This design comes from an exercise in tuning for small area and a short achievable clock period on the open sky130 flow, not from production work. Power figures rest on the tool's default switching activity, not on a simulated workload.

Design red_combine, start of the top module:
module red_combine (
    input  wire        clk,
    input  wire        rst,
    input  wire        in_valid,
    input  wire [31:0] in_a,
    input  wire [31:0] in_b,
    input  wire [1:0]  in_op,
    input  wire [1:0]  in_rmode,
    input  wire [15:0] in_rand,
    output reg         out_valid,
    output reg  [31:0] out_res
);
    wire a_e0   = ~|in_a[30:23];
    wire b_e0   = ~|in_b[30:23];
    wire a_emax = &in_a[30:23];
    wire b_emax = &in_b[30:23];
    wire a_mz   = ~|in_a[22:0];
    wire b_mz   = ~|in_b[22:0];
    wire a_nan  = a_emax & ~a_mz;
    wire b_nan  = b_emax & ~b_mz;
    wire a_inf  = a_emax & a_mz;
    wire b_inf  = b_emax & b_mz;
    wire sa = in_a[31];
    wire sb = in_b[31];
    wire is_mm  = in_op[0] ^ in_op[1];
    wire is_max = in_op[1];
    wire zero_small = ~is_mm & (a_inf | b_inf);
    wire e_lt;                                      
    gt_t #(8) u_ge (.a(in_b[30:23]), .b(in_a[30:23]), .gt(e_lt));
    wire pick_a_mm = b_nan | (~a_nan & (sa ^ is_max ^ (e_lt & ~(sa ^ sb))));
    wire sel_b = is_mm ? ~pick_a_mm : e_lt;
  ...
==> module red_combine, before the edit <==
module red_combine (
    input  wire        clk,
    input  wire        rst,
    input  wire        in_valid,
    input  wire [31:0] in_a,
    input  wire [31:0] in_b,
    input  wire [1:0]  in_op,
    input  wire [1:0]  in_rmode,
    input  wire [15:0] in_rand,
    output reg         out_valid,
    output reg  [31:0] out_res
);
    wire a_e0   = ~|in_a[30:23];
    wire b_e0   = ~|in_b[30:23];
    wire a_emax = &in_a[30:23];
    wire b_emax = &in_b[30:23];
    wire a_mz   = ~|in_a[22:0];
    wire b_mz   = ~|in_b[22:0];
    wire a_nan  = a_emax & ~a_mz;
    wire b_nan  = b_emax & ~b_mz;
    wire a_inf  = a_emax & a_mz;
    wire b_inf  = b_emax & b_mz;
    wire sa = in_a[31];
    wire sb = in_b[31];
    wire is_mm  = in_op[0] ^ in_op[1];
    wire is_max = in_op[1];
    wire zero_small = ~is_mm & (a_inf | b_inf);
    wire e_lt;                                      
    gt_t #(8) u_ge (.a(in_b[30:23]), .b(in_a[30:23]), .gt(e_lt));
    wire pick_a_mm = b_nan | (~a_nan & (sa ^ is_max ^ (e_lt & ~(sa ^ sb))));
    wire sel_b = is_mm ? ~pick_a_mm : e_lt;
    wire [6:0] r_ab = {1'b0, in_a[28:23]} - {1'b0, in_b[28:23]};
    wire [6:0] r_ba = {1'b0, in_b[28:23]} - {1'b0, in_a[28:23]};
    wire [5:0] d_ab = a_e0 ? 6'd0 : b_e0 ? in_a[28:23] - 6'd1 : r_ab[5:0];
    wire [5:0] d_ba = b_e0 ? 6'd0 : a_e0 ? in_b[28:23] - 6'd1 : r_ba[5:0];
    wire [1:0] ha = in_a[30:29];
    wire [1:0] hb = in_b[30:29];
    wire ge_ab = ~a_e0 & (b_e0 ? (ha[1] | (ha[0] & |in_a[28:23]))
                                : ((ha == hb + 2'd1) & ~r_ab[6]) | ({1'b0, ha} >= {1'b0, hb} + 3'd2));
    wire ge_ba = ~b_e0 & (a_e0 ? (hb[1] | (hb[0] & |in_b[28:23]))
                                : ((hb == ha + 2'd1) & ~r_ba[6]) | ({1'b0, hb} >= {1'b0, ha} + 3'd2));
    reg        v1;
    reg [31:0] a1, b1;
    reg        sel1;
    reg [5:0]  sh_ab, sh_ba;
    reg        big_ab, big_ba;
    reg        sub, zs1, zsm1, nan1, rtz1, stoc1, mmflip, mm1;
    reg [15:0] rnd1;
    always @(posedge clk) begin
        v1    <= ~rst & in_valid;
        a1    <= in_a;
        b1    <= in_b;
        sel1  <= sel_b;
        sh_ab <= d_ab;
        sh_ba <= d_ba;
        big_ab <= ge_ab;
        big_ba <= ge_ba;
        sub   <= (sa ^ sb) & ~is_mm;
        zs1   <= is_mm | a_inf | b_inf;
        zsm1  <= zero_small;
        mmflip <= ~a_nan & ~b_nan & ~(sa ^ sb);
        mm1   <= is_mm;
        nan1  <= is_mm ? (a_nan & b_nan) : (a_nan | b_nan | (a_inf & b_inf & (sa ^ sb)));
        rtz1  <= (in_rmode == 2'd1);
        stoc1 <= (in_rmode == 2'd2);
        rnd1  <= in_rand;
    end
    wire m_gt;
    gt_t #(23) u_gm (.a(b1[22:0]), .b(a1[22:0]), .gt(m_gt));
    wire mgt = (a1[30:23] == b1[30:23]) & m_gt;
    wire [31:0] bg1  = sel1 ? b1 : a1;
    wire [22:0] sm_m = sel1 ? a1[22:0] : b1[22:0];
    wire        sm_h = sel1 ? |a1[30:23] : |b1[30:23];
    wire        s_sm = sel1 ? a1[31] : b1[31];
    wire [23:0] m_sm = zsm1 ? 24'd0 : {sm_h, sm_m};
    wire [5:0]  sh   = mm1 ? 6'd0 : sel1 ? sh_ba : sh_ab;
    wire        big  = ~mm1 & (sel1 ? big_ba : big_ab);
    wire        bg_e0 = ~|bg1[30:23];
    wire [7:0]  e_big = {bg1[30:24], bg1[23] | bg_e0};
    wire [23:0] m_big = {~bg_e0, bg1[22:0]};
    wire [41:0] y;
    s1_align u_align(.m_sm(m_sm), .sh({big, 1'b0, sh}), .y(y));
    wire [42:0] r1;
    reg any_lo;
    integer k;
    always @(*) begin
        any_lo = 1'b0;
        for (k = 0; k < 24; k = k + 1)
            if (m_sm[k] && (big || sh > k)) any_lo = 1'b1;
    end
    wire swap_mm = mm1 & mgt & mmflip;
    s1_add u_add(.m_big(m_big & {24{~swap_mm}}), .y(y), .en_y(~mm1 | swap_mm),
                 .sub(sub), .rev(sub & mgt), .no_lo(~any_lo), .r1(r1));
    reg        v2;
    reg [42:0] r;
    reg [7:0]  eb2;
    reg        sg2, nan2, sub2, inf2, rtz2, stoc2;
    reg [15:0] rnd2;
    always @(posedge clk) begin
        v2    <= ~rst & v1;
        r     <= r1;
        eb2   <= e_big;
        sg2   <= (mgt & ~mm1) ? s_sm : bg1[31];
        nan2  <= nan1;
        sub2  <= sub;
        rtz2  <= rtz1;
        stoc2 <= stoc1;
        inf2  <= zs1 | ~rtz1;
        rnd2  <= rnd1;
    end
    wire [23:0] n; wire [15:0] d; wire st; wire [4:0] lz;
    s2_norm u_norm(.r(r), .eb2(eb2), .n(n), .d(d), .st(st), .lz(lz));
    wire [31:0] result;
    s2_round u_round(.r(r), .eb2(eb2), .n(n), .d(d), .st(st), .lz(lz), .rnd2(rnd2), .stoc2(stoc2), .rtz2(rtz2), .inf2(inf2), .nan2(nan2), .sg2(sg2), .sub2(sub2), .result(result));
    always @(posedge clk) begin
        out_valid <= ~rst & v2;
        out_res   <= result;
    end
endmodule
==> flow/config.mk <==
export PLATFORM = sky130hd
export DESIGN_NAME = red_combine
export DESIGN_NICKNAME = red_combine
export VERILOG_FILES = /design/flow/design.v
export SDC_FILE = /design/flow/constraint.sdc
export NUM_CORES = 4
export LEC_CHECK = 0
export ABC_AREA = 1
export CAP_MARGIN = 20
export CORE_MARGIN = 2
export CORE_UTILIZATION = 60
export SLEW_MARGIN = 20
==> flow/constraint.sdc <==
create_clock -name core_clock -period 32.0 [get_ports {clk}]
set_input_delay 6.4000 -clock core_clock [delete_from_list [all_inputs] [get_ports {clk}]]
set_output_delay 6.4000 -clock core_clock [all_outputs]
set_load 0.01 [all_outputs]
standard.sh (not shown) runs the stock make flow with config.mk's settings and CLKGATE_MAP_FILE= SYNTH_SCRIPT=/design/flow/synth_recipe.tcl, a recipe that flattens the netlist after the stock synthesis.
==> flow/flow/run.sh <==
#!/bin/bash
# The standard ORFS layout (standard.sh, standard synthesis unchanged) with two changes
# to how the layout is made; the clock, its period and the constraints stay the design's:
#  - repair_timing is asked for extra setup slack (flow/setup_margin, in ns), so that it
#    sizes and buffers the logic for a shorter period than the constraint's;
#  - port buffers (every input and output still gets one) use flow/port_buffer.
set -euo pipefail
MARGIN=$(cat flow/setup_margin)
PBUF=$(cat flow/port_buffer)
sed "s|CLKGATE_MAP_FILE= |CLKGATE_MAP_FILE= SETUP_SLACK_MARGIN=$MARGIN 'BUFFER_PORTS_ARGS=-buffer_cell $PBUF' |" \
    standard.sh > standard_tuned.sh
bash standard_tuned.sh > flow_make.log 2>&1
==> flow/flow/port_buffer <==
sky130_fd_sc_hd__buf_1
==> flow/flow/setup_margin <==
24.2
Change:
--- a/flow/design.v
+++ b/flow/design.v
@@ -42,19 +42,16 @@
     reg        v1;
     reg [31:0] a1, b1;
     reg        sel1;
-    reg [5:0]  sh_ab, sh_ba;
-    reg        big_ab, big_ba;
-    reg        sub, zs1, zsm1, nan1, rtz1, stoc1, mmflip, mm1;
+    reg [5:0]  sh;
+    reg        big, sub, zs1, zsm1, nan1, rtz1, stoc1, mmflip, mm1;
     reg [15:0] rnd1;
     always @(posedge clk) begin
         v1    <= ~rst & in_valid;
         a1    <= in_a;
         b1    <= in_b;
         sel1  <= sel_b;
-        sh_ab <= d_ab;
-        sh_ba <= d_ba;
-        big_ab <= ge_ab;
-        big_ba <= ge_ba;
+        sh    <= is_mm ? 6'd0 : e_lt ? d_ba : d_ab;
+        big   <= ~is_mm & (e_lt ? ge_ba : ge_ab);
         sub   <= (sa ^ sb) & ~is_mm;
         zs1   <= is_mm | a_inf | b_inf;
         zsm1  <= zero_small;
@@ -73,8 +70,6 @@
     wire        sm_h = sel1 ? |a1[30:23] : |b1[30:23];
     wire        s_sm = sel1 ? a1[31] : b1[31];
     wire [23:0] m_sm = zsm1 ? 24'd0 : {sm_h, sm_m};
-    wire [5:0]  sh   = mm1 ? 6'd0 : sel1 ? sh_ba : sh_ab;
-    wire        big  = ~mm1 & (sel1 ? big_ba : big_ab);
     wire        bg_e0 = ~|bg1[30:23];
     wire [7:0]  e_big = {bg1[30:24], bg1[23] | bg_e0};
     wire [23:0] m_big = {~bg_e0, bg1[22:0]};
What happened:
- The changed run passed the timing, design-rule and antenna checks
- non-clock buffer count increases by 11
- sequential cell count is lower by 7
- sequential power falls by about 4%
- final cell count falls by about 1.6%
- power decreases by 2.1%
- count of clock-buffer cells in the layout went down by 1
- routed wire length stays flat
- final area came out lower by 1.6%
- area after synthesis is lower by about 2.2%
- core utilization went down by 0.31 points
- first-iteration DRC count falls by 10%
- register-to-register slack is about the same
No run of this note included a check of the RTL's function; only the layout flow was run.

-- port drivers added, routing unchanged --
No port has a modelled driver above. Below, the same layouts with a new extraction and two added sets of constraints. Step 1 sets driving cells, clkbuf_16 on the clock port and buf_2 on the other inputs (assumed; they add their load-dependent delay and slew). Step 2 moves the port delays by t, midway between the first and last clock arrival at a register: inputs arrive t later, outputs are due t later. That takes back most of the time a late clock gives input paths. a / b / c = no drivers / after step 1 / after step 2; a / b = the first two.
| run | t, ns | setup slack, ns | worst setup path at the end | latest minus earliest clock arrival (ns) | worst slew at a driven data input, ns |
|---|---|---|---|---|---|
| the first run | 0.559 | 24.264 / 24.287 / 23.727 | input to register | 0.012 / 0.013 | 0.04 |
| the second run | 0.584 | 24.288 / 24.305 / 23.721 | input to register | 0.016 / 0.016 | 0.05 |
After both steps every run listed still meets setup and hold. The setup slack of the second run, which loses most, moves by +0.017 ns with the drivers and by -0.567 ns with both steps.
